This design comes from an exercise in tuning for small area, a short achievable clock period and few clock cycles on the open sky130 flow, not from production work. No run shown here included a check of the RTL's function; only the layout flow was run. Power is estimated from default activity; no workload was simulated.

--- design/flow/config.mk ---
export PLATFORM = sky130hd
export DESIGN_NAME = crc_engine
export DESIGN_NICKNAME = crc_engine
export VERILOG_FILES = /design/flow/design.v
export SDC_FILE = /design/flow/constraint.sdc
export NUM_CORES = 4
export LEC_CHECK = 0
export CAP_MARGIN = 20
export CORE_MARGIN = 2
export CORE_UTILIZATION = 30
export SETUP_SLACK_MARGIN = 1.0
export SLEW_MARGIN = 20
--- design/flow/constraint.sdc ---
create_clock -name core_clock -period 25.0 [get_ports {clk}]
set_input_delay 5.0000 -clock core_clock [delete_from_list [all_inputs] [get_ports {clk}]]
set_output_delay 5.0000 -clock core_clock [all_outputs]
set_load 0.01 [all_outputs]
--- design/flow/design.v ---
module crc_engine (
    input  wire        clk,
    input  wire        rst_n,
    input  wire        start,
    input  wire [6:0]  cfg_width,        
    input  wire [63:0] cfg_poly,         
    input  wire [63:0] cfg_init,
    input  wire [63:0] cfg_xorout,
    input  wire        cfg_refin,
    input  wire        cfg_refout,
    input  wire [3:0]  cfg_prefix_len,   
    input  wire [63:0] cfg_prefix,
    input  wire [3:0]  cfg_suffix_len,   
    input  wire [63:0] cfg_suffix,
    input  wire        in_valid,
    input  wire [7:0]  in_data,
    input  wire        in_last,
    output reg         in_ready,
    output reg         busy,
    output reg         done,
    output reg  [63:0] result
);
    localparam [2:0] S_IDLE = 3'd0,
                     S_AL1  = 3'd1,
                     S_AL2  = 3'd2,
                     S_RUN  = 3'd3,
                     S_OUT  = 3'd4;
    reg [2:0]  state;
    reg [3:0]  pre_left;     
    reg [3:0]  suf_left;     
    reg        got_last;     
    reg        data_done;    
    reg [7:0]  hb;           
    reg        hb_v;
    reg        hb_l;
    reg [7:0]  fr;           
    reg [63:0] crc;          
    reg [63:0] poly;         
    reg [5:0]  rot;          
    reg        refin;
    reg        refout;
    reg [63:0] xorout;
    reg [63:0] prefix;
    reg [63:0] suffix;
    function [63:0] rev64(input [63:0] v);
        integer n;
        begin
            for (n = 0; n < 64; n = n + 1)
                rev64[n] = v[63 - n];
        end
    endfunction
    function [7:0] rev8(input [7:0] v);
        integer n;
        begin
            for (n = 0; n < 8; n = n + 1)
                rev8[n] = v[7 - n];
        end
    endfunction
    wire run     = (state == S_RUN);
    wire pre_ph  = (pre_left != 4'd0);
    wire dat_ph  = !pre_ph && !data_done;
    wire suf_ph  = !pre_ph && data_done;
    wire step    = run && (pre_ph || suf_ph || hb_v);
    wire is_last = dat_ph ? (hb_l && suf_left == 4'd0) : (suf_ph && suf_left == 4'd1);
    wire take    = in_valid && in_ready;
    reg  [63:0] rot_in;
    reg  [5:0]  rot_amt;
    always @* begin
        rot_amt = rot;
        if (state == S_AL1)
            rot_in = crc;
        else if (state == S_AL2)
            rot_in = poly;
        else if (refout) begin
            rot_in  = crc;
            rot_amt = 6'd0;
        end else
            rot_in = rev64(crc);
    end
    reg  [63:0] rot_out;
    integer r;
    always @* begin
        rot_out = rot_in;
        for (r = 0; r < 6; r = r + 1)
            if (rot_amt[r])
                rot_out = (rot_out >> (1 << r)) | (rot_out << (64 - (1 << r)));
    end
    wire [7:0] feed = dat_ph ? hb : fr;
    reg [7:1]  mc;
    function [7:1] mcoef(input [63:57] ptop);
        integer d, e;
        reg [7:0] m;
        begin
            m[0] = 1'b1;
            for (d = 1; d < 8; d = d + 1) begin
                m[d] = 1'b0;
                for (e = 1; e <= d; e = e + 1)
                    m[d] = m[d] ^ (ptop[64 - e] & m[d - e]);
            end
            mcoef = m[7:1];
        end
    endfunction
    wire [7:0] t = crc[63:56] ^ feed;
    reg  [7:0] fbv;
    reg [63:0] crc_next;
    integer i, j;
    always @* begin
        for (i = 0; i < 8; i = i + 1) begin
            fbv[i] = t[i];
            for (j = i + 1; j < 8; j = j + 1)
                fbv[i] = fbv[i] ^ (mc[j - i] & t[j]);
        end
        crc_next = crc << 8;
        for (i = 0; i < 8; i = i + 1)
            crc_next = crc_next ^ ({64{fbv[i]}} & (poly << i));
    end
    reg [2:0] state_n;
    reg [3:0] pre_n, suf_n;
    reg       hb_v_n, got_last_n, data_done_n;
    always @* begin
        state_n     = state;
        pre_n       = pre_left;
        suf_n       = suf_left;
        hb_v_n      = hb_v;
        got_last_n  = got_last;
        data_done_n = data_done;
        if (!busy) begin
            state_n     = start ? S_AL1 : S_IDLE;
            pre_n       = cfg_prefix_len;
            suf_n       = cfg_suffix_len;
            hb_v_n      = 1'b0;
            got_last_n  = 1'b0;
            data_done_n = 1'b0;
        end else begin
            if (state == S_AL1)
                state_n = S_AL2;
            if (state == S_AL2)
                state_n = S_RUN;
            if (step) begin
                if (is_last)
                    state_n = S_OUT;
                if (pre_ph)
                    pre_n = pre_left - 4'd1;
                else if (dat_ph) begin
                    hb_v_n = 1'b0;
                    if (hb_l)
                        data_done_n = 1'b1;
                end else
                    suf_n = suf_left - 4'd1;
            end
            if (take) begin
                hb_v_n     = 1'b1;
                got_last_n = in_last;
            end
        end
        if (!rst_n)
            state_n = S_IDLE;
    end
    wire busy_n = (state_n == S_AL1) || (state_n == S_AL2) || (state_n == S_RUN);
    wire pre_ph_n = (pre_n != 4'd0);
    always @(posedge clk) begin
        result   <= rev64(rot_out) ^ xorout;
        done     <= rst_n && (state == S_OUT);
        state     <= state_n;
        busy      <= busy_n;
        in_ready  <= busy_n && !got_last_n && !(hb_v_n && (pre_ph_n || state_n != S_RUN));
        pre_left  <= pre_n;
        suf_left  <= suf_n;
        hb_v      <= hb_v_n;
        got_last  <= got_last_n;
        data_done <= data_done_n;
        if (pre_n != 4'd0)
            fr <= refin ? rev8(prefix[(pre_n - 4'd1) * 8 +: 8]) : prefix[(pre_n - 4'd1) * 8 +: 8];
        else
            fr <= refin ? rev8(suffix[(suf_n - 4'd1) * 8 +: 8]) : suffix[(suf_n - 4'd1) * 8 +: 8];
        mc <= mcoef((state == S_AL2) ? rot_out[63:57] : poly[63:57]);
        if (!busy) begin
            rot    <= cfg_width[5:0];
            refin  <= cfg_refin;
            refout <= cfg_refout;
            poly   <= cfg_poly;
            crc    <= cfg_init;
            xorout <= cfg_xorout;
            prefix <= cfg_prefix;
            suffix <= cfg_suffix;
        end else begin
            if (state == S_AL1)
                crc <= rot_out;
            if (state == S_AL2)
                poly <= rot_out;
            if (step)
                crc <= crc_next;
            if (take) begin
                hb   <= refin ? rev8(in_data) : in_data;
                hb_l <= in_last;
            end
        end
    end
endmodule
--- design/flow/run.sh ---
#!/bin/bash
# synth_recipe.tcl (not shown) runs the flow's synth.tcl, then flattens the netlist and writes it again
# the make line also repeats each setting of config.mk as NAME=value (left out here)
make -C /OpenROAD-flow-scripts/flow DESIGN_CONFIG=/design/flow/config.mk WORK_HOME=/design/flow/orfs CLKGATE_MAP_FILE= SYNTH_SCRIPT=/design/flow/synth_recipe.tcl finish
==> reports/results.tsv, run 1 <==
stage	metric	value	unit
clock_network	CTS root buf	clkbuf_16	
clock_network	Post-CTS Hold Buffers	0	
setup_path	Critical R2R Capture	mc[7]	
timing	Final Hold Fails	0	
pwr	worst IR drop on VDD	0.175	mV
pwr	Reg power frac	16.2	%
hold_path	hold path start	xorout[34]	
pwr	P_leak	14.7	nW
timing	min Tclk post-route	7.92	ns
routing	Detail Route Antenna Nets	0	
pwr	combinational power share	71.9	%
timing	Slew @ Worst Pin	1.21	ns
layout	final layout net count	4314	
logic_synthesis	top_reg_cell synth	edfxtp_1	
clock_network	Sink Count	433	
clock_network	Post-CTS Setup Bufs	0	
pwr	P_int	3.38	mW
placed_design	Buffers on Ports	415	
setup_path	Worst EP required	25.54	ns
setup_path	CP Class	flip-flop to flip-flop	
floorplanning	Starting Density	30.3	%
timing	Tcrit/Tclk final	31.7	%
floorplanning	Die Height	333	um
run	MaxCap Viol Count	0	
layout	Final Cell Area	39700	um^2
grt	Overflow after GRT	0	
setup_path	Critical R2R Launch	rot[0]	
routing	Routed Wire Length	153000	um
logic_synthesis	Avg Inst Size Synth	8.77	um^2
setup_path	CP max FO	55	
clock_network	cts repair resizes	0	
grt	first-pass GRT wire length	217000	um
layout	fin util	37.1	%
timing	unrepaired setup endpoints after global routing	no	
setup_path	CP endpoint kind	flip-flop	
routing	drt pass-1 iters	6	
placed_design	Final GP Congestion	1.02	
logic_synthesis	mapped cell area	32500	um^2
hold_path	cell depth of the worst min-delay path	1	
floorplanning	Die Area	111000	um^2
grt	antenna violations before repair	10	
timing	max_slew headroom	16.8	%
timing	final setup fails	0	
floorplanning	Die X	333	um
grt	vias in the first global route	28900	
timing	setup TNS	0	ns
setup_path	R2R cell count	19	
routing	residual DRC count	0	
routing	vias per cell	5.65	
clock_network	TritonCTS buffer count	52	
placed_design	HPWL after DPL	117000	um
logic_synthesis	EDFF count, synth	337	
routing	via count	30500	
clock_network	CTS HTree Levels	2	
routing	average wire per standard cell	28.4	um
run_status	outcome	no timing/DRC/antenna violations	
setup_path	data arrival time of the critical path	8.46	ns
routing	drt first-iter violations	3961	
clock_network	buffer depth of the longest clock path	3	
placed_design	pre-CTS setup slack	16.45	ns
layout	fill cell count	10900	
grt	largest net degree at the start of global routing	90	
timing	Worst Slack Setup Final	17.08	ns
setup_path	crit path launch type	flip-flop	
logic_synthesis	Yosys Warn Count	1	
pwr	Clk pwr share	11.9	%
floorplanning	num rows	120	
floorplanning	IO Count	417	
setup_path	R2R Setup Slk	17.08	ns
logic_synthesis	Seq/Total Area, Yosys	37.1	%
layout	Synth-to-Final Area Change	22.3	%
timing	FMAX	126	MHz
timing	Max Clock Skew	0.0418	ns
logic_synthesis	Mapped Nets	4063	
logic_synthesis	FFs w/ async S/R, synth	0	%
logic_synthesis	Netlist cell types	95	
clock_network	CTS tree	done	
pwr	Power per Cell Area	165	nW/um^2
clock_network	clock latency (worst-skew pair)	0.65	ns
floorplanning	core area	107000	um^2
logic_synthesis	Seq cells post-synth	433	
placed_design	placed inst area	38000	um^2
clock_network	CTS clk-pin slew, worst paths	0.06	ns
hold_path	Worst Hold Class	flip-flop to flip-flop	
pwr	Sw Ratio	48.5	%
pwr	switching power	3.19	mW
grt	Tot GR Track Use	26.8	%
hold_path	Hold Path End	result[34]	
timing	max-slew violation count	0	
logic_synthesis	cells after synthesis	3704	
layout	share of cells above drive strength 1	8.60	%
-- cell usage after synthesis, drive strengths merged (5+ instances only) --
| master | count | area [um^2] |
|---|---|---|
| a32oi | 41 | 359 |
| mux4 | 42 | 946 |
| nor4 | 9 | 56.3 |
| nor4b | 5 | 43.8 |
| o22ai | 60 | 375 |
| nand2 | 721 | 2710 |
| or3 | 14 | 87.6 |
| clkbuf | 212 | 797 |
| o32a | 22 | 220 |
| a221oi | 12 | 118 |
| a22oi | 33 | 248 |
| mux2i | 177 | 1780 |
| a21oi | 224 | 1120 |
| nand3 | 29 | 150 |
| nor3b | 8 | 65.1 |
| a311oi | 6 | 70.1 |
| a211oi | 19 | 153 |
| nand2b | 10 | 62.6 |
| ha | 9 | 113 |
| edfxtp | 337 | 10100 |
| xnor2 | 462 | 4080 |
| nor3 | 44 | 225 |
| nor2b | 10 | 65.1 |
| o221ai | 64 | 597 |
| xor2 | 135 | 1190 |
| o2111ai | 5 | 43.8 |
| o221a | 10 | 113 |
| o211ai | 32 | 240 |
| a31oi | 19 | 119 |
| nand4 | 9 | 56.3 |
| o2bb2ai | 5 | 43.8 |
| o21a | 5 | 37.5 |
| buf | 114 | 607 |
| and3 | 10 | 62.6 |
| inv | 72 | 270 |
| o21ai | 125 | 637 |
| a21o | 7 | 52.6 |
| dfxtp | 96 | 1920 |
| o211a | 5 | 50.1 |
| nor2 | 375 | 1410 |
| and2 | 10 | 62.6 |
| mux2 | 44 | 495 |
-- cells in the final DEF, fill, tap and decap left out, types with 42 or more instances in the layout --
master           Yosys  routed
xnor2_1            459     452
mux4_2              42      42
nor2_1             375     373
o221ai_1            60      60
nor3_1              43      43
mux2_2              44      44
inv_1               71      71
clkbuf_16            0      53
edfxtp_1           337     337
clkdlybuf4s50_1      0     415
nand2_1            719     715
dfxtp_1             96      94
o21ai_0            118     112
buf_4               21     107
mux2i_1            176     176
o22ai_1             60      60
xor2_1             134     134
a21oi_1            223     220
-- worst max-delay path, cell delays in order (launching register included) --
cell and delay (ns):
edfxtp_1 0.34, buf_4 0.52, nand2b_1 0.52, o21ai_4 0.44
buf_4 0.72, nand2_1 0.71, o22ai_1 0.40, nor3_1 0.08
nor3_1 0.77, o22ai_1 0.23, a211oi_1 0.64, o21ai_1 0.41
ha_1 0.54, o21a_1 0.16, o21ai_1 0.07, xor2_1 0.27
xor3_2 0.51, nand2_2 0.10, xnor2_2 0.13, xor2_1 0.18
-- state kept, by name, summed over array words and instances (netlist names), 3 cells and up --
signal / count
fr: 8
suffix: 64
mc: 7
xorout: 64
poly: 64
state: 3
crc: 64
prefix: 64
result: 64
rot: 6
pre_left: 4
suf_left: 4
hb: 8
-- worst max-delay path by stage --
stage                      startpoint     to  slack (ns)
floorplan                        busy  hb[0]       16.48
global placement    cfg_prefix_len[0]  fr[1]       16.47
detailed placement  cfg_prefix_len[0]  fr[6]       16.45
CTS                 cfg_prefix_len[0]  fr[6]       17.10
global route        cfg_prefix_len[0]  fr[1]       16.87
finish                         rot[0]  mc[7]       17.08
-- cell families after synthesis --
| family | Yosys count | synth area share, % |
|---|---|---|
| and+or+nand+nor | 1267 | 15.9 |
| muxes | 263 | 9.93 |
| xor gates and xnor gates | 598 | 16.3 |
| DFF | 433 | 37.1 |
| AOI/OAI and AO/OA | 735 | 15.3 |
| adders and majority gates | 9 | 0.347 |
| buffers and inverters | 399 | 5.16 |
-- cell type report --
class / instances / area (um^2) / share of cell area [%]
inverters: 73 / 282 / 0.708
well taps: 1403 / 1760 / 4.42
flip-flops and latches: 433 / 12000 / 30.3
repair buffers: 523 / 4960 / 12.5
clock buffers: 70 / 1450 / 3.65
diodes: 4 / 10.0 / 0.0252
clock inverters: 27 / 293 / 0.737
multi-input cells: 2872 / 18900 / 47.7
-- metrics by stage --
| step | hold slack [ns] | power [mW] | instances |
|---|---|---|---|
| CTS | 0.437 | 6.53 | 5400 |
| floorplan | 0.428 | 4.44 | 3704 |
| finish | 0.428 | 6.57 | 5405 |
| detailed placement | 0.433 | 5.71 | 5303 |
| global route | 0.443 | 6.96 | 5401 |
| global placement | 0.431 | 5.67 | 5302 |
-- per-layer routing --
layer / GRT usage [%] / vias up / share of wire, %
li1: - / 13500 / -
met3: 6.24 / 325 / 10
met5: 0 / - / 0.023
met4: 12.5 / 6 / 5.3
met1: 35.1 / 14800 / 40
met2: 41.8 / 1893 / 44
-- power by group through the flow --
stage,registers (mW),logic (mW),clock network (mW)
CTS,1.06,4.68,0.800
floorplan,1.00,3.44,0
global placement,1.07,4.60,0
finish,1.06,4.72,0.783
global route,1.07,5.07,0.820
detailed placement,1.07,4.64,0
==> inputs of run 2 (changes only) <==
--- a/design/flow/design.v
+++ b/design/flow/design.v
@@ -34,6 +34,7 @@
     reg        hb_v;
     reg        hb_l;
     reg [7:0]  fr;           
+    reg        use_hb;       
     reg [63:0] crc;          
     reg [63:0] poly;         
     reg [5:0]  rot;          
@@ -85,7 +86,7 @@
             if (rot_amt[r])
                 rot_out = (rot_out >> (1 << r)) | (rot_out << (64 - (1 << r)));
     end
-    wire [7:0] feed = dat_ph ? hb : fr;
+    wire [7:0] feed = use_hb ? hb : fr;
     reg [7:1]  mc;
     function [7:1] mcoef(input [63:57] ptop);
         integer d, e;
@@ -164,6 +165,7 @@
         state     <= state_n;
         busy      <= busy_n;
         in_ready  <= busy_n && !got_last_n && !(hb_v_n && (pre_ph_n || state_n != S_RUN));
+        use_hb    <= !pre_ph_n && !data_done_n;
         pre_left  <= pre_n;
         suf_left  <= suf_n;
         hb_v      <= hb_v_n;
==> reports/results.tsv, run 2 <==
stage	metric	value	unit	change
clock_network	TritonCTS buffer count	51		-1.9%
run_status	outcome	no timing/DRC/antenna violations		
grt	antenna violations before repair	11		+1
timing	FMAX	129	MHz	+1.8%
timing	unrepaired setup endpoints after global routing	no		
floorplanning	num rows	122		+1.7%
timing	Final Hold Fails	0		unchanged
layout	most frequent cells in the layout	nand2_1, xnor2_1, clkdlybuf4s50_1		
routing	average wire per standard cell	26.8	um	-5.5%
timing	Max Clock Skew	0.0464	ns	+0.00458 ns
clock_network	CTS HTree Levels	2		unchanged
pwr	Power per Cell Area	159	nW/um^2	-4.1%
logic_synthesis	count leader, synth	nand2_1		
floorplanning	Die Height	338	um	+1.5%
grt	Overflow after GRT	0		unchanged
logic_synthesis	EDFF count, synth	337		unchanged
logic_synthesis	post-synth top area share	30.2	%	-0.91 points
layout	fill cell count	11200		+3.2%
layout	Final Cell Area	40600	um^2	+2.1%
routing	Detail Route Antenna Nets	0		unchanged
logic_synthesis	top_reg_cell synth	edfxtp_1		
routing	drt pass-1 iters	6		unchanged
logic_synthesis	post-synthesis mux area share	10.2	%	+0.22 points
logic_synthesis	mapped cell area	33500	um^2	+3.0%
timing	max_slew headroom	13.5	%	-3.3 points
pwr	worst IR drop on VDD	0.190	mV	+8.5%
setup_path	crit path launch type	flip-flop		
layout	commonest non-fill, non-tap cell in the layout	nand2_1		
grt	vias in the first global route	29500		+2.0%
timing	max-slew violation count	0		unchanged
timing	Slew @ Worst Pin	1.26	ns	+0.0486 ns
timing	setup TNS	0	ns	unchanged
floorplanning	core area	111000	um^2	+3.2%
setup_path	data arrival time of the critical path	8.27	ns	-0.19 ns
logic_synthesis	Mapped Nets	4240		+4.4%
hold_path	Worst Hold Class	flip-flop to flip-flop		
hold_path	hold path start	xorout[14]		
logic_synthesis	dominant cell type by area after synthesis	edfxtp_1		
setup_path	crit-path leading delay family	compound AO/OA/AOI/OAI gates		
floorplanning	IO Count	417		unchanged
setup_path	worst setup path start	state[1]		
placed_design	placed inst area	38800	um^2	+2.3%
setup_path	Critical R2R Launch	state[1]		
setup_path	CP Class	flip-flop to flip-flop		
logic_synthesis	Synth Area in XOR/XNOR	15.9	%	-0.44 points
logic_synthesis	main area contributors after synthesis	edfxtp_1, xnor2_1, nand2_1, mux2i_1, dfxtp_1		
floorplanning	Die X	338	um	+1.5%
timing	min Tclk post-route	7.77	ns	-0.143 ns
placed_design	HPWL after DPL	109000	um	-6.6%
setup_path	CP max FO	69		+25%
routing	vias per cell	5.63		-0.33%
layout	Seq. cell area	12100	um^2	+0.17%
routing	drt first-iter violations	4122		+4.1%
logic_synthesis	Avg Inst Size Synth	8.62	um^2	-1.7%
routing	Routed Wire Length	151000	um	-1.9%
grt	largest net degree at the start of global routing	177		+97%
layout	multi-input logic area	19800	um^2	+4.4%
timing	final setup fails	0		unchanged
logic_synthesis	top cells by count, synth	nand2_1, xnor2_1, nor2_1, edfxtp_1, a21oi_1		
logic_synthesis	Seq cells post-synth	434		+0.23%
clock_network	clock latency (worst-skew pair)	0.66	ns	about the same
layout	final layout net count	4431		+2.7%
routing	residual DRC count	0		unchanged
floorplanning	Starting Density	30.2	%	-0.068 points
grt	Tot GR Track Use	25.5	%	-1.3 points
logic_synthesis	Synth Area in Adders	0.336	%	-0.010 points
grt	first-pass GRT wire length	213000	um	-1.9%
layout	share of cells above drive strength 1	7.48	%	-1.1 points
clock_network	buffer depth of the longest clock path	3		unchanged
logic_synthesis	FFs w/ async S/R, synth	0	%	unchanged
run	MaxCap Viol Count	0		unchanged
clock_network	CTS clk-pin slew, worst paths	0.06	ns	about the same
setup_path	Worst EP required	25.49	ns	-0.05 ns
clock_network	CTS root buf	clkbuf_16		
clock_network	cts repair resizes	0		unchanged
logic_synthesis	Seq/Total Area, Yosys	36.0	%	-1.0 points
clock_network	Post-CTS Hold Buffers	0		unchanged
placed_design	Final GP Congestion	1.00		-2.2%
floorplanning	Die Area	114000	um^2	+3.0%
setup_path	critical path, cell by cell	or3b_2, buf_4, nand2_4, buf_4, o211ai_1, a22oi_1, mux2i_1, a2111oi_0, a2111oi_0, nor3_1, nand2_1, o21ai_1, inv_1, ha_1, a2111oi_1, o21ai_1, a311oi_2, mux2i_1, xor3_1		
setup_path	max incr delay on CP	0.86	ns	+0.09 ns
timing	Tcrit/Tclk final	31.1	%	-0.57 points
logic_synthesis	Synth Area in Compound Gates	17.0	%	+1.7 points
logic_synthesis	cells after synthesis	3881		+4.8%
pwr	P_leak	14.9	nW	+1.4%
logic_synthesis	Simple-Gate Fraction of Synth Area	15.2	%	-0.76 points
placed_design	Buffers on Ports	415		unchanged
logic_synthesis	Netlist cell types	88		-7.4%
clock_network	Post-CTS Setup Bufs	0		unchanged
clock_network	Sink Count	434		+0.23%
logic_synthesis	Yosys Warn Count	1		unchanged
setup_path	slowest CP cell	dfxtp_4		
routing	via count	31600		+3.4%
logic_synthesis	main combinational cell family by area after synthesis	compound AO/OA/AOI/OAI gates		
setup_path	Buf/Inv on CP	3		+1
clock_network	CTS tree	done		
layout	Synth-to-Final Area Change	21.2	%	
setup_path	CP endpoint kind	flip-flop		
run 2: cell count changes in the layout (fill, tap and decap cells not counted), moves of 9 or more:
cell and change:
a21oi_1 +39, a32oi_1 +19, buf_4 -24, inv_1 +14, mux2i_1 +28, nor2_1 -13, nor3_1 +13, o211ai_1 +34
o21a_1 +17, o221a_2 -10, o31ai_1 +9, o32a_1 -16
run 2: kinds of logic (layout without fill, tap and decap cells):
logic type	Yosys count	after routing
xor gates and xnor gates	600	600
muxes	288	288
AOI/OAI and AO/OA	850	850
adders and majority gates	9	9
other	0	5
and+or+nand+nor	1252	1252
buffers and inverters	448	682
DFF	434	434
run 2: power by group:
part	total (mW)	internal (mW)	switching [mW]
Clock	0.774	0.431	0.344
Combinational	4.58	1.96	2.62
Sequential	1.08	0.917	0.160
run 2: metrics by stage:
| stage | total power, mW | hold slack, ns | utilization, % | setup WS, ns | instances |
|---|---|---|---|---|---|
| floorplan | 4.37 | 0.428 | - | 16.47 | 3881 |
| global placement | 5.54 | 0.431 | 35.1 | 16.51 | 5507 |
| detailed placement | 5.57 | 0.435 | 35.1 | 16.49 | 5507 |
| CTS | 6.37 | 0.440 | 36.6 | 17.16 | 5603 |
| global route | 6.79 | 0.449 | 36.7 | 16.89 | 5608 |
| finish | 6.43 | 0.441 | 36.7 | 17.23 | 5608 |
run 2: path summary, 6_finish.rpt:
check | slack (ns) | to | cells past startpoint
setup / recovery | 17.23 | mc[7] | 19
hold / removal | 0.44 | result[14] | 1
setup reg to reg | 17.23 | mc[7] | 19
hold reg to reg | 0.44 | result[14] | 1
run 2: area by class of cell:
cell class                 count  area share [%]
antenna                        5          0.0308
clock buffer                  61            3.29
clock inverter                35           0.934
inverter                      87           0.823
multi-input combinational   2999            48.8
sequential                   434            29.7
tap                         1488            4.59
timing repair buffer         499            11.8
run 2: per-layer routing:
layer	up-vias	track usage [%]	share of wire, %
li1	14000	-	-
met1	15200	33.8	39
met2	1965	38.9	44
met3	319	6.28	12
met4	10	12.0	5.2
met5	-	0	0.043
==> inputs of run 3 (changes only) <==
--- a/design/flow/design.v
+++ b/design/flow/design.v
@@ -69,9 +69,9 @@
     always @* begin
         rot_amt = rot;
         if (state == S_AL1)
+            rot_in = poly;
+        else if (state == S_AL2)
             rot_in = crc;
-        else if (state == S_AL2)
-            rot_in = poly;
         else if (refout) begin
             rot_in  = crc;
             rot_amt = 6'd0;
@@ -175,7 +175,7 @@
             fr <= refin ? rev8(prefix[(pre_n - 4'd1) * 8 +: 8]) : prefix[(pre_n - 4'd1) * 8 +: 8];
         else
             fr <= refin ? rev8(suffix[(suf_n - 4'd1) * 8 +: 8]) : suffix[(suf_n - 4'd1) * 8 +: 8];
-        mc <= mcoef((state == S_AL2) ? rot_out[63:57] : poly[63:57]);
+        mc <= mcoef(poly[63:57]);
         if (!busy) begin
             rot    <= cfg_width[5:0];
             refin  <= cfg_refin;
@@ -187,9 +187,9 @@
             suffix <= cfg_suffix;
         end else begin
             if (state == S_AL1)
+                poly <= rot_out;
+            if (state == S_AL2)
                 crc <= rot_out;
-            if (state == S_AL2)
-                poly <= rot_out;
             if (step)
                 crc <= crc_next;
             if (take) begin
==> reports/results.tsv, run 3 <==
stage	metric	value	unit	change
layout	fin util	37.1	%	+0.39 points
logic_synthesis	main combinational cell family by area after synthesis	compound AO/OA/AOI/OAI gates		
logic_synthesis	Seq/Total Area, Yosys	38.7	%	+2.7 points
timing	min Tclk post-route	7.76	ns	-0.0105 ns
hold_path	Worst Hold Class	flip-flop to flip-flop		
timing	Worst Hold Slack	0.437	ns	-0.00358 ns
grt	antenna violations before repair	28		+17
placed_design	HPWL after DPL	92500	um	-15%
floorplanning	Die X	326	um	-3.5%
layout	share of cells above drive strength 1	10.6	%	+3.1 points
logic_synthesis	Synth Area in Adders	0.402	%	+0.065 points
routing	average wire per standard cell	25.6	um	-4.8%
timing	Max Clock Skew	0.0428	ns	-0.00358 ns
floorplanning	core area	103000	um^2	-6.7%
grt	Overflow after GRT	0		unchanged
setup_path	R2R Setup Slk	19.63	ns	+2.40 ns
layout	final layout net count	4008		-9.5%
clock_network	TritonCTS buffer count	55		+7.8%
grt	first-pass GRT wire length	187000	um	-12%
timing	Worst Slack Setup Final	17.24	ns	+0.0105 ns
run	MaxCap Viol Count	0		unchanged
logic_synthesis	Synth Area in XOR/XNOR	16.1	%	+0.21 points
grt	Tot GR Track Use	23.5	%	-2.0 points
routing	via count	28200		-11%
logic_synthesis	Netlist cell types	77		-13%
setup_path	data arrival time of the critical path	8.32	ns	+0.05 ns
logic_synthesis	Simple-Gate Fraction of Synth Area	16.5	%	+1.3 points
clock_network	cts repair resizes	0		unchanged
routing	drt first-iter violations	3408		-17%
layout	most frequent cells in the layout	nand2_1, xnor2_1, clkdlybuf4s50_1		
clock_network	clock latency (worst-skew pair)	0.68	ns	+0.02 ns
placed_design	Final GP Congestion	0.992		-0.83%
pwr	P_leak	13.5	nW	-9.8%
setup_path	Critical R2R Launch	state[0]		
grt	vias in the first global route	26400		-10%
setup_path	CP Class	input port to flip-flop		
logic_synthesis	Synth Area in Compound Gates	18.5	%	+1.5 points
clock_network	CTS clk-pin slew, worst paths	0.06	ns	about the same
layout	Synth-to-Final Area Change	22.7	%	
timing	max-slew violation count	0		unchanged
logic_synthesis	cells after synthesis	3416		-12%
timing	setup TNS	0	ns	unchanged
logic_synthesis	Yosys Warn Count	1		unchanged
floorplanning	IO Count	417		unchanged
pwr	worst IR drop on VDD	0.221	mV	+17%
logic_synthesis	Seq cells post-synth	434		unchanged
routing	Detail Route Antenna Nets	0		unchanged
clock_network	Post-CTS Hold Buffers	0		unchanged
routing	Routed Wire Length	130000	um	-14%
clock_network	Sink Count	434		unchanged
logic_synthesis	EDFF count, synth	337		unchanged
pwr	total power	5.87	mW	-8.7%
layout	fill cell count	10200		-8.7%
timing	unrepaired setup endpoints after global routing	no		
setup_path	crit path launch type	input port		
clock_network	buffer depth of the longest clock path	3		unchanged
floorplanning	Die Height	326	um	-3.5%
floorplanning	Starting Density	30.2	%	-0.044 points
setup_path	CP max FO	19		-72%
timing	final setup fails	0		unchanged
setup_path	Critical R2R Capture	crc[33]		
logic_synthesis	mapped cell area	31200	um^2	-6.9%
setup_path	R2R cell count	10		-9
setup_path	Worst EP required	25.56	ns	+0.07 ns
placed_design	Buffers on Ports	415		unchanged
setup_path	end of the critical path	fr[4]		
routing	vias per cell	5.55		-1.3%
logic_synthesis	main area contributors after synthesis	edfxtp_1, xnor2_1, nand2_1, dfxtp_1, o22ai_1		
setup_path	worst setup path start	cfg_prefix_len[0]		
logic_synthesis	FFs w/ async S/R, synth	0	%	unchanged
clock_network	Post-CTS Setup Bufs	0		unchanged
logic_synthesis	Avg Inst Size Synth	9.12	um^2	+5.8%
clock_network	CTS HTree Levels	2		unchanged
routing	drt pass-1 iters	7		+1
logic_synthesis	count leader, synth	nand2_1		
floorplanning	num rows	118		-3.3%
logic_synthesis	top_reg_cell synth	edfxtp_1		
floorplanning	Die Area	106000	um^2	-6.8%
timing	Final Hold Fails	0		unchanged
clock_network	CTS tree	done		
pwr	Power per Cell Area	154	nW/um^2	-3.1%
logic_synthesis	Mapped Nets	3776		-11%
logic_synthesis	dominant cell type by area after synthesis	edfxtp_1		
timing	Tcrit/Tclk final	31.1	%	-0.042 points
setup_path	CP endpoint kind	flip-flop		
layout	commonest non-fill, non-tap cell in the layout	nand2_1		
logic_synthesis	top cells by count, synth	nand2_1, xnor2_1, edfxtp_1, o22ai_1, nor2_1		
routing	residual DRC count	0		unchanged
timing	Slew @ Worst Pin	1.19	ns	-0.0725 ns
placed_design	pre-CTS setup slack	16.50	ns	+0.00940 ns
clock_network	CTS root buf	clkbuf_16		
logic_synthesis	post-synthesis mux area share	5.26	%	-4.9 points
run_status	outcome	no timing/DRC/antenna violations		
timing	max_slew headroom	20.7	%	+7.2 points
timing	FMAX	129	MHz	+0.14%
grt	largest net degree at the start of global routing	100		-44%
logic_synthesis	post-synth top area share	32.5	%	+2.2 points
run 3: logic make-up after synthesis:
family                     Yosys count
DFF                                434
xor gates and xnor gates           558
muxes                              117
AOI/OAI and AO/OA                  846
buffers and inverters              334
adders and majority gates           10
and+or+nand+nor                   1117
run 3: power breakdown:
group	leakage (nW)	internal [mW]	switching, mW
clock	0.908	0.457	0.354
sequential	4.25	0.911	0.124
combinational	8.30	1.75	2.28
run 3: layer usage:
layer | share of wire, % | track usage (%)
met5 | 0.22 | 0
met4 | 6.1 | 12.2
met3 | 10 | 6.31
met2 | 45 | 36.9
met1 | 39 | 29.5
run 3: worst max-delay path, cell delays in order:
cell             delay, ns
clkdlybuf4s50_1       0.46
nor2_1                0.04
a21oi_1               0.13
buf_4                 0.28
inv_1                 0.10
ha_1                  0.95
mux4_2                0.60
mux2i_1               0.30
o22ai_1               0.14
mux2_2                0.30
run 3: final cells by class:
class                      instances  area [um^2]  share of cell area (%)
antenna                            4         10.0                  0.0262
clock inverter                    32          287                   0.749
clock buffer                      72         1560                    4.08
timing repair buffer             482         4660                    12.2
sequential                       434        12100                    31.6
multi-input combinational       2648        17800                    46.6
inverter                          27          109                   0.285
tap                             1380         1730                    4.52
run 3: how the worst min path moves through the flow:
stage / endpoint / from / cells after the start / slack [ns]
after floorplan: mc[1] / poly[63] / 0 / 0.40
after global placement: result[47] / xorout[47] / 1 / 0.43
after detailed placement: result[45] / xorout[45] / 1 / 0.43
after CTS: result[39] / xorout[39] / 1 / 0.44
after global routing: result[13] / xorout[13] / 1 / 0.45
final: result[39] / xorout[39] / 1 / 0.44
run 3: per-stage QoR:
stage / cell area [um^2] / std cells
2_1_floorplan: 31200 / 3416
3_3_place_gp: 36300 / 4971
3_5_place_dp: 36400 / 4971
4_1_cts: 38200 / 5075
5_1_grt: 38200 / 5076
6_report: 38200 / 5079
==> inputs of run 4 (changes only) <==
--- a/design/flow/design.v
+++ b/design/flow/design.v
@@ -69,9 +69,9 @@
     always @* begin
         rot_amt = rot;
         if (state == S_AL1)
+            rot_in = crc;
+        else if (state == S_AL2)
             rot_in = poly;
-        else if (state == S_AL2)
-            rot_in = crc;
         else if (refout) begin
             rot_in  = crc;
             rot_amt = 6'd0;
@@ -175,7 +175,7 @@
             fr <= refin ? rev8(prefix[(pre_n - 4'd1) * 8 +: 8]) : prefix[(pre_n - 4'd1) * 8 +: 8];
         else
             fr <= refin ? rev8(suffix[(suf_n - 4'd1) * 8 +: 8]) : suffix[(suf_n - 4'd1) * 8 +: 8];
-        mc <= mcoef(poly[63:57]);
+        mc <= mcoef((state == S_AL2) ? rot_out[63:57] : poly[63:57]);
         if (!busy) begin
             rot    <= cfg_width[5:0];
             refin  <= cfg_refin;
@@ -187,9 +187,9 @@
             suffix <= cfg_suffix;
         end else begin
             if (state == S_AL1)
+                crc <= rot_out;
+            if (state == S_AL2)
                 poly <= rot_out;
-            if (state == S_AL2)
-                crc <= rot_out;
             if (step)
                 crc <= crc_next;
             if (take) begin
==> design/flow/flow/run.sh (new file) <==
#!/bin/bash
# The standard layout, with two changes to how it is made:
#  - port buffers are sky130_fd_sc_hd__buf_1 instead of the default delay cell
#  - repair_timing aims for a large setup margin, so that the critical paths
#    are sized for a much shorter cycle than the 25 ns clock
# make's output goes to run_standard.log here; ORFS's own logs stay in orfs/logs.
set -euo pipefail
bash standard.sh \
  'BUFFER_PORTS_ARGS=-buffer_cell sky130_fd_sc_hd__buf_1' \
  SETUP_SLACK_MARGIN=18.3 \
  finish > run_standard.log 2>&1
==> design/flow/standard.sh (new file) <==
#!/bin/bash
# synth_recipe.tcl (not shown) runs the flow's synth.tcl, then flattens the netlist and writes it again
# the make line also repeats each setting of config.mk as NAME=value (left out here)
make -C /OpenROAD-flow-scripts/flow DESIGN_CONFIG=/design/flow/config.mk WORK_HOME=/design/flow/orfs CLKGATE_MAP_FILE= SYNTH_SCRIPT=/design/flow/synth_recipe.tcl "${@:-finish}"
removed: design/flow/run.sh
==> reports/results.tsv, run 4 <==
stage	metric	value	unit	change
grt	first-pass GRT wire length	207000	um	+11%
layout	share of cells above drive strength 1	8.50	%	-2.1 points
timing	Slew @ Worst Pin	1.20	ns	+0.0146 ns
layout	fill cell count	11300		+11%
logic_synthesis	dominant cell type by area after synthesis	edfxtp_1		
logic_synthesis	top_reg_cell synth	edfxtp_1		
hold_path	cell depth of the worst min-delay path	1		unchanged
run	MaxCap Viol Count	0		unchanged
pwr	Reg power frac	17.1	%	-0.5 points
logic_synthesis	EDFF count, synth	337		unchanged
timing	min Tclk post-route	6.59	ns	-1.17 ns
layout	multi-input logic area	19900	um^2	+12%
logic_synthesis	Yosys Warn Count	1		unchanged
clock_network	CTS HTree Levels	2		unchanged
pwr	Power per Cell Area	165	nW/um^2	+7.5%
floorplanning	Die X	338	um	+3.6%
grt	antenna violations before repair	21		-25%
timing	setup TNS	0	ns	unchanged
placed_design	placed insts	5493		+11%
logic_synthesis	main area contributors after synthesis	edfxtp_1, xnor2_1, nand2_1, mux2i_1, dfxtp_1		
floorplanning	Starting Density	30.2	%	+0.044 points
grt	Tot GR Track Use	24.8	%	+1.3 points
floorplanning	IO Count	417		unchanged
floorplanning	num rows	122		+3.4%
logic_synthesis	Netlist cell types	88		+14%
setup_path	CP endpoint kind	flip-flop		
setup_path	Buf/Inv on CP	3		unchanged
pwr	P_int	3.24	mW	+3.7%
grt	largest net degree at the start of global routing	172		+72%
floorplanning	Die Height	338	um	+3.6%
setup_path	crit-path leading delay family	multiplexers		
pwr	P_leak	14.0	nW	+4.0%
setup_path	crit path launch type	input port		
setup_path	CP max FO	4		-15
routing	via count	32100		+14%
grt	Overflow after GRT	0		unchanged
setup_path	R2R cell count	19		+9
pwr	Clk pwr share	12.6	%	-1.2 points
setup_path	Worst EP required	25.53	ns	-0.03 ns
routing	Detail Route Antenna Nets	0		unchanged
setup_path	CP Class	input port to flip-flop		
timing	Final Hold Fails	0		unchanged
timing	final setup fails	0		unchanged
logic_synthesis	Seq/Total Area, Yosys	36.0	%	-2.7 points
layout	Seq. cell area	12100	um^2	about the same
routing	drt first-iter violations	4665		+37%
timing	unrepaired setup endpoints after global routing	no		
clock_network	buffer depth of the longest clock path	3		unchanged
logic_synthesis	count leader, synth	nand2_1		
layout	commonest non-fill, non-tap cell in the layout	nand2_1		
clock_network	CTS root buf	clkbuf_16		
hold_path	Worst Hold Class	flip-flop to flip-flop		
logic_synthesis	post-synth top area share	30.2	%	-2.2 points
clock_network	Post-CTS Hold Buffers	0		unchanged
timing	max-slew violation count	0		unchanged
clock_network	CTS tree	done		
pwr	combinational power share	70.3	%	+1.7 points
grt	vias in the first global route	29300		+11%
routing	average wire per standard cell	26.0	um	+1.9%
clock_network	Sink Count	434		unchanged
logic_synthesis	Seq cells post-synth	434		unchanged
timing	Tcrit/Tclk final	26.4	%	-4.7 points
timing	Max Clock Skew	0.0388	ns	-0.00396 ns
setup_path	critical path, cell by cell	buf_1, nor2_1, a21oi_1, inv_1, ha_4, buf_12, mux4_2, a22oi_1, o22ai_1, mux2_2		
routing	drt pass-1 iters	7		unchanged
placed_design	HPWL after DPL	104000	um	+12%
pwr	switching power	3.12	mW	+13%
layout	final layout net count	4454		+11%
logic_synthesis	Mapped Nets	4240		+12%
placed_design	Buffers on Ports	415		unchanged
pwr	Sw Ratio	49.1	%	+2.2 points
floorplanning	core area	111000	um^2	+7.2%
setup_path	slowest CP cell	mux4_2		
routing	Routed Wire Length	147000	um	+13%
floorplanning	Die Area	114000	um^2	+7.3%
clock_network	CTS clk-pin slew, worst paths	0.06	ns	about the same
setup_path	data arrival time of the critical path	7.12	ns	-1.20 ns
logic_synthesis	FFs w/ async S/R, synth	0	%	unchanged
routing	residual DRC count	0		unchanged
timing	FMAX	152	MHz	+18%
placed_design	Final GP Congestion	1.02		+2.9%
layout	most frequent cells in the layout	nand2_1, xnor2_1, buf_1		
pwr	worst IR drop on VDD	0.273	mV	+24%
layout	final non-filler cell total	5641		+11%
clock_network	TritonCTS buffer count	54		-1.8%
layout	fin util	34.8	%	-2.2 points
run_status	outcome	no timing/DRC/antenna violations		
setup_path	max incr delay on CP	0.52	ns	-0.43 ns
timing	max_slew headroom	18.9	%	-1.8 points
layout	Synth-to-Final Area Change	15.1	%	
logic_synthesis	top cells by count, synth	nand2_1, xnor2_1, nor2_1, edfxtp_1, a21oi_1		
logic_synthesis	Avg Inst Size Synth	8.62	um^2	-5.5%
routing	vias per cell	5.68		+2.3%
clock_network	clock latency (worst-skew pair)	0.67	ns	about the same
logic_synthesis	cells after synthesis	3881		+14%
logic_synthesis	mapped cell area	33500	um^2	+7.4%
pwr	total power	6.36	mW	+8.3%
setup_path	stages on the worst setup path	10		unchanged
[run 4: cell count changes in the layout (fill, tap and decap cells not counted), moves of 58 or more]
cell / before / now
o22ai_1: 272 / 57
a21oi_1: 147 / 259
nand2_1: 615 / 717
mux2i_1: 55 / 203
a32oi_1: 0 / 59
nor2_1: 239 / 359
buf_1: 0 / 415
inv_1: 25 / 83
clkdlybuf4s50_1: 415 / 0
[run 4: power groups by stage]
stage / logic [mW] / registers, mW / clock network (mW)
after floorplan: 3.38 / 0.997 / 0
final: 4.47 / 1.09 / 0.801
after global placement: 4.29 / 1.09 / 0
after global routing: 4.76 / 1.09 / 0.846
after detailed placement: 4.33 / 1.09 / 0
after CTS: 4.36 / 1.07 / 0.819
[run 4: cell type report]
class / instances / share of cell area (%)
multi-input cells: 3001 / 51.8
flip-flops and latches: 434 / 31.3
repair buffers: 517 / 6.40
well taps: 1488 / 4.83
clock buffers: 66 / 3.78
clock inverters: 35 / 0.926
inverters: 87 / 0.880
diodes: 13 / 0.0844
[run 4: logic make-up after synthesis]
| kind of cell | count (synthesis) | share of synthesized area, % |
|---|---|---|
| muxes | 288 | 10.2 |
| AOI/OAI and AO/OA | 850 | 17.0 |
| adders and majority gates | 9 | 0.337 |
| xor gates and xnor gates | 600 | 15.9 |
| DFF | 434 | 36.0 |
| buffers and inverters | 448 | 5.45 |
| and+or+nand+nor | 1252 | 15.2 |
[run 4: path summary, 6_finish.rpt]
| check | startpoint | to | slack (ns) |
|---|---|---|---|
| hold / removal | xorout[3] | result[3] | 0.44 |
| hold reg to reg | xorout[3] | result[3] | 0.44 |
| setup / recovery | cfg_suffix_len[1] | fr[0] | 18.41 |
| setup reg to reg | state[1] | mc[7] | 18.56 |
[run 4: metal layers]
layer / track usage [%] / share of wire, % / vias to the layer above
met1: 32.6 / 38 / 15300
met3: 7.00 / 13 / 406
li1: - / - / 14100
met4: 14.1 / 6.4 / 14
met5: 0 / 0.059 / -
met2: 36.2 / 43 / 2200
[run 4: per-stage QoR]
| step | setup WS, ns | area (um^2) | hold slack [ns] |
|---|---|---|---|
| after floorplan | 17.80 | 33600 | 0.428 |
| after global placement | 17.19 | 36200 | 0.431 |
| after detailed placement | 17.17 | 36200 | 0.436 |
| after CTS | 18.25 | 38100 | 0.443 |
| after global routing | 18.31 | 38500 | 0.457 |
| final | 18.41 | 38500 | 0.440 |
[run 4: timing repair]
item | 4_1_cts | 5_1_grt
setup buffers | 4 | 28
gates resized for setup | 11 | 31
cloned | 1 | 1
endpoints found under the setup margin | 11 | 7
pin swaps | 1 | 6

==> separate check: timing with driven ports <==
In the flow no input, the clock included, has a driving cell. The finished layouts below were timed again as built, in two steps. Step 1 sets driving cells, clkbuf_16 on the clock port and buf_2 on the other inputs (assumed; they add their load-dependent delay and slew). Step 2 moves the port delays by t, midway between the first and last clock arrival at a register: inputs arrive t later, outputs are due t later. That takes back most of the time a late clock gives input paths. Three values: ideal, step 1, step 2; two values: the first two.
run | t (ns) | setup WS [ns] | hold WS [ns] | cell pins on the clock port's net
run 1 | 0.698 | 17.084 / 17.084 / 16.493 | 0.428 / 0.428 / 0.428 | 1
run 2 | 0.708 | 17.227 / 17.227 / 16.759 | 0.441 / 0.441 / 0.441 | 1
run 3 | 0.726 | 17.237 / 17.267 / 16.542 | 0.437 / 0.437 / 0.437 | 1
run 4 | 0.728 | 18.407 / 18.365 / 17.698 | 0.440 / 0.440 / 0.440 | 1
After both steps setup and hold are still met in every run listed. The setup slack of run 4, which loses most, moves by -0.042 ns with the drivers and by -0.709 ns with both steps.
